From an optimization exercise on the open Yosys and OpenROAD flow, aimed at small area; shortcuts taken in it are not production practice. Where RTL was checked, it was by simulation tests only, not by an equivalence proof against the original. The flow treats the clock pin as an ideal source, which a real chip does not have. Power is estimated from default activity; no workload was simulated.

Design pwm_timer, start of the top module:
module pwm_timer (
    input  wire        clk,
    input  wire        rst,           
    input  wire [17:0] cfg_per,       
    input  wire        cfg_edge,      
    input  wire        cfg_dbl,       
    input  wire [10:0] cfg_dt_rise,   
    input  wire [10:0] cfg_dt_fall,   
    input  wire        run,           
    input  wire        wr_en,         
    input  wire [2:0]  wr_sel,        
    input  wire [17:0] wr_data,
    input  wire        commit,        
    input  wire [1:0]  ovr,           
    output wire [2:0]  gh,            
    output wire [2:0]  gl,            
    output wire        bnd,           
    output wire        commit_pend,   
    output wire        f_miss,        
    output wire        f_safe         
);
Settings: LEC_CHECK=0, CAP_MARGIN=20, CORE_MARGIN=2, CORE_UTILIZATION=40, SLEW_MARGIN=20, SYNTH_HIERARCHICAL=1; clock period 10.0 ns.
standard.sh (not shown) runs the stock make flow with config.mk's settings and CLKGATE_MAP_FILE= SYNTH_SCRIPT=/design/flow/synth_recipe.tcl, a recipe that flattens the netlist after the stock synthesis.
==> flow/flow/run.sh <==
#!/bin/bash
# Layout: the standard ORFS flow (standard.sh; the standard synthesis
# runs unchanged) with these changes to how the layout is made:
#  - the port buffers are the smallest buffer, sky130_fd_sc_hd__buf_1
#    (every input and output port still gets its own buffer, and
#    repair_design still sizes it for its load);
#  - after floorplan, flow/downsize.tcl gives each combinational cell the
#    smallest variant of its function;
#  - before CTS, flow/pre_cts.tcl does the same to the buffers placement
#    added and reruns repair_design; CTS's repair_timing sizes cells up
#    again where timing needs it;
#  - CTS clusters up to 32 flip-flops per clkbuf_16 leaf buffer, uses
#    clkbuf_8 above the leaves and inserts no dummy loads.
# make's full output goes to flow_make.log here; each ORFS step keeps its
# own log under orfs/logs/.
set -euo pipefail
export BUFFER_PORTS_ARGS="-buffer_cell sky130_fd_sc_hd__buf_1"
export POST_FLOORPLAN_TCL="$(pwd)/flow/downsize.tcl"
export PRE_CTS_TCL="$(pwd)/flow/pre_cts.tcl"
export CTS_ARGS="-sink_clustering_enable -repair_clock_nets -sink_clustering_size 32 -sink_clustering_max_diameter 140 -dont_use_dummy_load -root_buf sky130_fd_sc_hd__clkbuf_8 -tree_buf sky130_fd_sc_hd__clkbuf_8 -sink_clustering_buffer sky130_fd_sc_hd__clkbuf_16"
bash standard.sh > flow_make.log 2>&1
Other scripts of this flow, unchanged in this note and not shown: flow/flow/downsize.tcl, flow/flow/pre_cts.tcl
The first run went through all stages and came out clean.
==> next run, changes <==
--- a/flow/design.v
+++ b/flow/design.v
@@ -22,37 +22,33 @@
     genvar gi, gb;
     reg  [17:0] r;
     reg         down;
     reg         pk;
     reg         vly;
     wire        idle = pk & ~down;
     wire        s_e  = cfg_edge;
     wire        s_c  = ~cfg_edge & ~down;
-    wire [17:0] t;
+    wire [18:0] t;
     wire [17:0] nxn;             
     wire [17:0] eq;              
     wire [17:0] r_d;
     wire        term;
     wire        clr;
+    assign t[0] = 1'b1;
     generate
         for (gi = 0; gi < 18; gi = gi + 1) begin : g_ctr
             wire y, lim;
-            if (gi == 0) begin : g_first
-                g_xnor2 u_t  (.a(r[gi]), .b(down), .y(t[gi+1]));
-                assign nxn[gi] = r[gi];
-            end else if (gi % 2 == 0) begin : g_even
+            if (gi % 2 == 0) begin : g_even
                 g_xor2  u_y  (.a(r[gi]), .b(down), .y(y));
                 g_nand2 u_t  (.a(t[gi]), .b(y), .y(t[gi+1]));
                 g_xnor2 u_nx (.a(r[gi]), .b(t[gi]), .y(nxn[gi]));
-            end else if (gi < 17) begin : g_odd
+            end else begin : g_odd
                 g_xnor2 u_y  (.a(r[gi]), .b(down), .y(y));
                 g_nor2  u_t  (.a(t[gi]), .b(y), .y(t[gi+1]));
-                g_xor2  u_nx (.a(r[gi]), .b(t[gi]), .y(nxn[gi]));
-            end else begin : g_last
                 g_xor2  u_nx (.a(r[gi]), .b(t[gi]), .y(nxn[gi]));
             end
             if (gi < 17) begin : g_lim
                 g_a22o  u_l (.a1(s_e), .a2(cfg_per[gi]), .b1(s_c), .b2(cfg_per[gi+1]), .y(lim));
             end else begin : g_lim17
                 g_and2  u_l (.a(s_e), .b(cfg_per[gi]), .y(lim));
             end
             g_xor2  u_eq (.a(nxn[gi]), .b(lim), .y(eq[gi]));
=> Final area stays flat. Utilization barely changes. Synthesized area is about the same. Power barely changes. Clock-buffer cell count does not change. Die area is about the same. Setup slack loses 0.026 ns. Register-to-register slack loses 0.16 ns. Global-route usage stays flat. Worst hold slack gains 0.036 ns. Critical path depth does not change.

========
Another version of the RTL of pwm_timer (not shown whole).
For scale: ~280 flip-flops, about 80 I/O pins, about 12000 um^2 of cells after synthesis.
==> module pwm_timer, before the edit <==
module pwm_timer (
    input  wire        clk,
    input  wire        rst,           
    input  wire [17:0] cfg_per,       
    input  wire        cfg_edge,      
    input  wire        cfg_dbl,       
    input  wire [10:0] cfg_dt_rise,   
    input  wire [10:0] cfg_dt_fall,   
    input  wire        run,           
    input  wire        wr_en,         
    input  wire [2:0]  wr_sel,        
    input  wire [17:0] wr_data,
    input  wire        commit,        
    input  wire [1:0]  ovr,           
    output wire [2:0]  gh,            
    output wire [2:0]  gl,            
    output wire        bnd,           
    output wire        commit_pend,   
    output wire        f_miss,        
    output wire        f_safe         
);
    genvar gi, gb;
    reg  [17:0] r;
    reg         down;
    reg         pk;
    reg         vly;
    wire        idle = pk & ~down;
    wire        s_e  = cfg_edge;
    wire        s_c  = ~cfg_edge & ~down;
    wire [18:0] t;
    wire [17:0] nxn;             
    wire [17:0] eq;              
    wire [17:0] r_d;
    wire        term;
    wire        clr;
    assign t[0] = 1'b1;
    generate
        for (gi = 0; gi < 18; gi = gi + 1) begin : g_ctr
            wire y, lim;
            if (gi % 2 == 0) begin : g_even
                g_xor2  u_y  (.a(r[gi]), .b(down), .y(y));
                g_nand2 u_t  (.a(t[gi]), .b(y), .y(t[gi+1]));
                g_xnor2 u_nx (.a(r[gi]), .b(t[gi]), .y(nxn[gi]));
            end else begin : g_odd
                g_xnor2 u_y  (.a(r[gi]), .b(down), .y(y));
                g_nor2  u_t  (.a(t[gi]), .b(y), .y(t[gi+1]));
                g_xor2  u_nx (.a(r[gi]), .b(t[gi]), .y(nxn[gi]));
            end
            if (gi < 17) begin : g_lim
                g_a22o  u_l (.a1(s_e), .a2(cfg_per[gi]), .b1(s_c), .b2(cfg_per[gi+1]), .y(lim));
            end else begin : g_lim17
                g_and2  u_l (.a(s_e), .b(cfg_per[gi]), .y(lim));
            end
            g_xor2  u_eq (.a(nxn[gi]), .b(lim), .y(eq[gi]));
            g_nor2  u_d  (.a(clr), .b(nxn[gi]), .y(r_d[gi]));
        end
    endgenerate
    assign term = &eq;
    assign clr  = rst | ~run | (cfg_edge & term);
    assign bnd = run & (vly | (pk & down & cfg_dbl));
    always @(posedge clk) begin
        r    <= r_d;
        down <= ~rst & run & (down ^ (~cfg_edge & term));
        pk   <= rst | ~run | (~cfg_edge & ~down & term);
        vly  <= clr | (down & term);
    end
    reg  [17:0] sh [0:5];
    reg  [17:0] ac [0:5];
    reg         commit_bit;
    reg         z;
    wire        load = bnd & (commit_bit | commit);
    wire [17:0] wd   = wr_data & {18{~rst}};
    assign commit_pend = commit_bit;
    integer i;
    always @(posedge clk) begin
        for (i = 0; i < 6; i = i + 1)
            if (rst || (wr_en && wr_sel == i))
                sh[i] <= wd;
        for (i = 0; i < 6; i = i + 1)
            if (load)
                ac[i] <= sh[i];
        commit_bit <= !rst && !load && (commit || commit_bit);
        z          <= rst || (z && !load);
    end
    wire        dd   = cfg_dbl & down;
    wire        s_a  = ~dd;
    wire        s_ab = dd & ~load;
    wire        s_sb = dd & load;
    wire        dn   = ~down;
    wire [2:0]  req;
    generate
        for (gi = 0; gi < 3; gi = gi + 1) begin : g_cmp
            wire [18:0] c;
            wire [17:0] xn;
            assign c[0] = dn;
            for (gb = 0; gb < 18; gb = gb + 1) begin : g_bit
                g_a222oi u_x (.a1(ac[gi][gb]), .a2(s_a), .b1(ac[gi+3][gb]), .b2(s_ab),
                              .c1(sh[gi+3][gb]), .c2(s_sb), .y(xn[gb]));
                g_maj3   u_c (.a(r[gb]), .b(xn[gb]), .c(c[gb]), .y(c[gb+1]));
            end
            wire hit = (load & ~down) ? ~|sh[gi] :
                       (z & ~load)    ? 1'b1 : c[18];
            assign req[gi] = cfg_edge ^ hit;
        end
    endgenerate
    reg  [2:0]  qh_d, ql_d;
    reg  [10:0] nw [0:2];
    wire        o_h = run & (ovr == 2'd3);
    wire        o_l = run & (ovr == 2'd2);
    wire        o_n = run & (ovr == 2'd0);
    wire [2:0]  qh  = {3{o_h}} | ({3{o_n}} &  req);
    wire [2:0]  ql  = {3{o_l}} | ({3{o_n}} & ~req);
    wire [2:0]  wz;
    wire [10:0] nw_d [0:2];
    generate
        for (gi = 0; gi < 3; gi = gi + 1) begin : g_dt
            wire chg = (qh[gi] ^ qh_d[gi]) | (ql[gi] ^ ql_d[gi]);
            wire s_r = chg & qh[gi];
            wire s_f = chg & ql[gi];
            wire s_w = ~chg & ~wz[gi];
            wire [11:0] b;
            wire [10:0] dec;
            assign b[1]   = nw[gi][0];
            assign dec[0] = nw[gi][0];
            g_xnor2 u_d1 (.a(nw[gi][1]), .b(b[1]), .y(dec[1]));
            for (gb = 1; gb < 11; gb = gb + 2) begin : g_pair
                g_nand2 u_bn (.a(b[gb]), .b(nw[gi][gb]), .y(b[gb+1]));
                g_and3  u_b  (.a(b[gb]), .b(nw[gi][gb]), .c(nw[gi][gb+1]), .y(b[gb+2]));
                g_xor2  u_d0 (.a(nw[gi][gb+1]), .b(b[gb+1]), .y(dec[gb+1]));
                if (gb + 2 < 11) begin : g_d1
                    g_xnor2 u_d1 (.a(nw[gi][gb+2]), .b(b[gb+2]), .y(dec[gb+2]));
                end
            end
            assign wz[gi] = b[11];
            for (gb = 0; gb < 11; gb = gb + 1) begin : g_ld
                g_a222oi u_w (.a1(cfg_dt_rise[gb]), .a2(s_r), .b1(cfg_dt_fall[gb]), .b2(s_f),
                              .c1(dec[gb]), .c2(s_w), .y(nw_d[gi][gb]));
            end
        end
    endgenerate
    always @(posedge clk) begin
        for (i = 0; i < 3; i = i + 1)
            nw[i] <= nw_d[i];
        qh_d <= qh & {3{~rst}};
        ql_d <= ql & {3{~rst}};
    end
    assign gh = qh_d & wz;
    assign gl = ql_d & wz;
    reg [1:0] miss_cnt;
    reg       missed_once;
    reg       f_miss_r;
    reg       f_safe_r;
    wire       run_start = run && idle;
    wire       missed    = bnd && (ovr == 2'd0) && !(commit_bit || commit);
    wire       updated   = bnd && (ovr == 2'd0) &&  (commit_bit || commit);
    always @(posedge clk) begin
        if (rst || !run) begin
            miss_cnt    <= 2'd0;
            missed_once <= 1'b0;
        end else begin
            missed_once <= missed_once || missed;
            if (updated)
                miss_cnt <= 2'd0;
            else if (missed)
                miss_cnt <= {miss_cnt[1] | miss_cnt[0], miss_cnt[1] | ~miss_cnt[0]};
        end
        f_miss_r <= !rst && missed && !missed_once;
        f_safe_r <= !rst && ((f_safe_r && !run_start) || (missed && miss_cnt == 2'd3));
    end
    assign f_miss = f_miss_r;
    assign f_safe = f_safe_r;
endmodule
Settings: LEC_CHECK=0, CAP_MARGIN=20, CORE_MARGIN=2, CORE_UTILIZATION=40, CTS_CLUSTER_DIAMETER=100, CTS_CLUSTER_SIZE=30, SLEW_MARGIN=20, SYNTH_HIERARCHICAL=1; clock period 10.0 ns.
==> flow/flow/run.sh <==
#!/bin/bash
# Layout: the standard ORFS flow (standard.sh, standard synthesis
# unchanged) with these changes to how the layout is made:
#  - the port buffers are the smallest buffer, sky130_fd_sc_hd__buf_1
#    (every input and output port still gets its own buffer);
#  - after floorplan, flow/downsize.tcl gives each combinational cell its
#    smallest variant;
#  - before CTS, flow/pre_cts.tcl does the same to the buffers placement
#    added and reruns repair_design; CTS's repair_timing sizes up again
#    where timing needs it.
# make's full output goes to flow_make.log here; each ORFS step keeps its
# own log under orfs/logs/.
set -euo pipefail
export BUFFER_PORTS_ARGS="-buffer_cell sky130_fd_sc_hd__buf_1"
export POST_FLOORPLAN_TCL="$(pwd)/flow/downsize.tcl"
export PRE_CTS_TCL="$(pwd)/flow/pre_cts.tcl"
bash standard.sh > flow_make.log 2>&1
Other scripts of this flow, unchanged in this note and not shown: flow/flow/downsize.tcl, flow/flow/pre_cts.tcl
Change:
--- a/flow/design.v
+++ b/flow/design.v
@@ -81,44 +81,57 @@
                 ac[i] <= sh[i];
         commit_bit <= !rst && !load && (commit || commit_bit);
         z          <= rst || (z && !load);
     end
+    wire        cm   = commit_bit | commit;
     wire        dd   = cfg_dbl & down;
+    wire        lp   = pk & dd & cm;
     wire        s_a  = ~dd;
-    wire        s_ab = dd & ~load;
-    wire        s_sb = dd & load;
+    wire        s_ab = dd & ~lp;
     wire        dn   = ~down;
-    wire [2:0]  req;
+    wire        lv   = load & ~down;     
+    wire        nlv  = ~lv;
+    wire        zl   = z & ~load;
+    wire [2:0]  hit;
     generate
         for (gi = 0; gi < 3; gi = gi + 1) begin : g_cmp
             wire [18:0] c;
             wire [17:0] xn;
             assign c[0] = dn;
             for (gb = 0; gb < 18; gb = gb + 1) begin : g_bit
                 g_a222oi u_x (.a1(ac[gi][gb]), .a2(s_a), .b1(ac[gi+3][gb]), .b2(s_ab),
-                              .c1(sh[gi+3][gb]), .c2(s_sb), .y(xn[gb]));
+                              .c1(sh[gi+3][gb]), .c2(lp), .y(xn[gb]));
                 g_maj3   u_c (.a(r[gb]), .b(xn[gb]), .c(c[gb]), .y(c[gb+1]));
             end
-            wire hit = (load & ~down) ? ~|sh[gi] :
-                       (z & ~load)    ? 1'b1 : c[18];
-            assign req[gi] = cfg_edge ^ hit;
+            wire hx = lv ? ~|sh[gi] : zl;
+            g_a21o u_h (.a1(c[18]), .a2(nlv), .b1(hx), .y(hit[gi]));
         end
     endgenerate
     reg  [2:0]  qh_d, ql_d;
     reg  [10:0] nw [0:2];
     wire        o_h = run & (ovr == 2'd3);
     wire        o_l = run & (ovr == 2'd2);
     wire        o_n = run & (ovr == 2'd0);
-    wire [2:0]  qh  = {3{o_h}} | ({3{o_n}} &  req);
-    wire [2:0]  ql  = {3{o_l}} | ({3{o_n}} & ~req);
+    wire        qh1 = o_h | (o_n & ~cfg_edge);
+    wire        ql1 = o_l | (o_n &  cfg_edge);
+    wire        qh0 = o_h | (o_n &  cfg_edge);
+    wire        ql0 = o_l | (o_n & ~cfg_edge);
+    wire [2:0]  qh, ql;
     wire [2:0]  wz;
     wire [10:0] nw_d [0:2];
     generate
         for (gi = 0; gi < 3; gi = gi + 1) begin : g_dt
-            wire chg = (qh[gi] ^ qh_d[gi]) | (ql[gi] ^ ql_d[gi]);
-            wire s_r = chg & qh[gi];
-            wire s_f = chg & ql[gi];
-            wire s_w = ~chg & ~wz[gi];
+            wire nh   = ~qh_d[gi] | ql_d[gi];       
+            wire nl   =  qh_d[gi] | ~ql_d[gi];      
+            wire nn   =  qh_d[gi] | ql_d[gi];       
+            wire chg1 = qh1 ? nh : ql1 ? nl : nn;
+            wire chg0 = qh0 ? nh : ql0 ? nl : nn;
+            wire s_r, s_f, s_w;
+            g_mux2i u_sr (.a(~(qh0 & nh)), .b(~(qh1 & nh)), .s(hit[gi]), .y(s_r));
+            g_mux2i u_sf (.a(~(ql0 & nl)), .b(~(ql1 & nl)), .s(hit[gi]), .y(s_f));
+            g_mux2i u_sw (.a(chg0 | wz[gi]), .b(chg1 | wz[gi]), .s(hit[gi]), .y(s_w));
+            assign qh[gi] = hit[gi] ? qh1 : qh0;
+            assign ql[gi] = hit[gi] ? ql1 : ql0;
             wire [11:0] b;
             wire [10:0] dec;
             assign b[1]   = nw[gi][0];
             assign dec[0] = nw[gi][0];
@@ -194,7 +207,13 @@
 module g_a222oi (input wire a1, input wire a2, input wire b1, input wire b2,
                  input wire c1, input wire c2, output wire y);
     assign y = ~((a1 & a2) | (b1 & b2) | (c1 & c2));
 endmodule
+module g_mux2i (input wire a, input wire b, input wire s, output wire y);
+    assign y = ~(s ? b : a);
+endmodule
+module g_a21o (input wire a1, input wire a2, input wire b1, output wire y);
+    assign y = (a1 & a2) | b1;
+endmodule
 module g_maj3 (input wire a, input wire b, input wire c, output wire y);
     assign y = (a & b) | (a & c) | (b & c);
 endmodule
=> Area after synthesis drops by 0.36%. Clock-buffer cell count is higher by 1. Wire length fell by 0.37%. Setup slack improved by 0.060 ns. Sequential share of layout area rose by 0.68 points. Synthesized cell count came out lower by 1.4%. Final cell count came out lower by 1.4%. Global-route usage decreases by 0.29 points. Sequential power stays flat. Critical path depth is lower by 1.
The RTL of the first run of this note was laid out without a check of its function.

-- what the ideal ports hide --
How much do the figures lean on ideal ports? The routed layouts below were timed once more, with nothing changed but the port constraints.
Step 1 (the two cells are an assumption about what drives the block):
set clk [get_ports {clk}]
set_driving_cell -lib_cell sky130_fd_sc_hd__clkbuf_16 $clk
set_driving_cell -lib_cell sky130_fd_sc_hd__buf_2 [delete_from_list [all_inputs] $clk]
Step 2 moves the port delays by t, midway between the first and last clock arrival at a register: inputs arrive t later, outputs are due t later. That takes back most of the time a late clock gives input paths.
Three values: ideal, step 1, step 2; two values: the first two.
run	t (ns)	setup WS [ns]	clock arrival spread, ns	slew at the worst register clock pin (ns)
the first run of note 1	0.558	0.273 / 0.297 / -0.262	0.043 / 0.043	0.12 / 0.12
the second run of note 1	0.572	0.247 / 0.275 / -0.297	0.026 / 0.026	0.12 / 0.12
the first run of note 2	0.526	0.209 / 0.203 / -0.323	0.019 / 0.019	0.12 / 0.12
the second run of note 2	0.529	0.268 / 0.289 / -0.240	0.017 / 0.018	0.12 / 0.12
With both steps, setup timing fails in every run listed, where it was met with ideal ports. The setup slack of the second run of note 1, which loses most, moves by +0.028 ns with the drivers and by -0.544 ns with both steps.
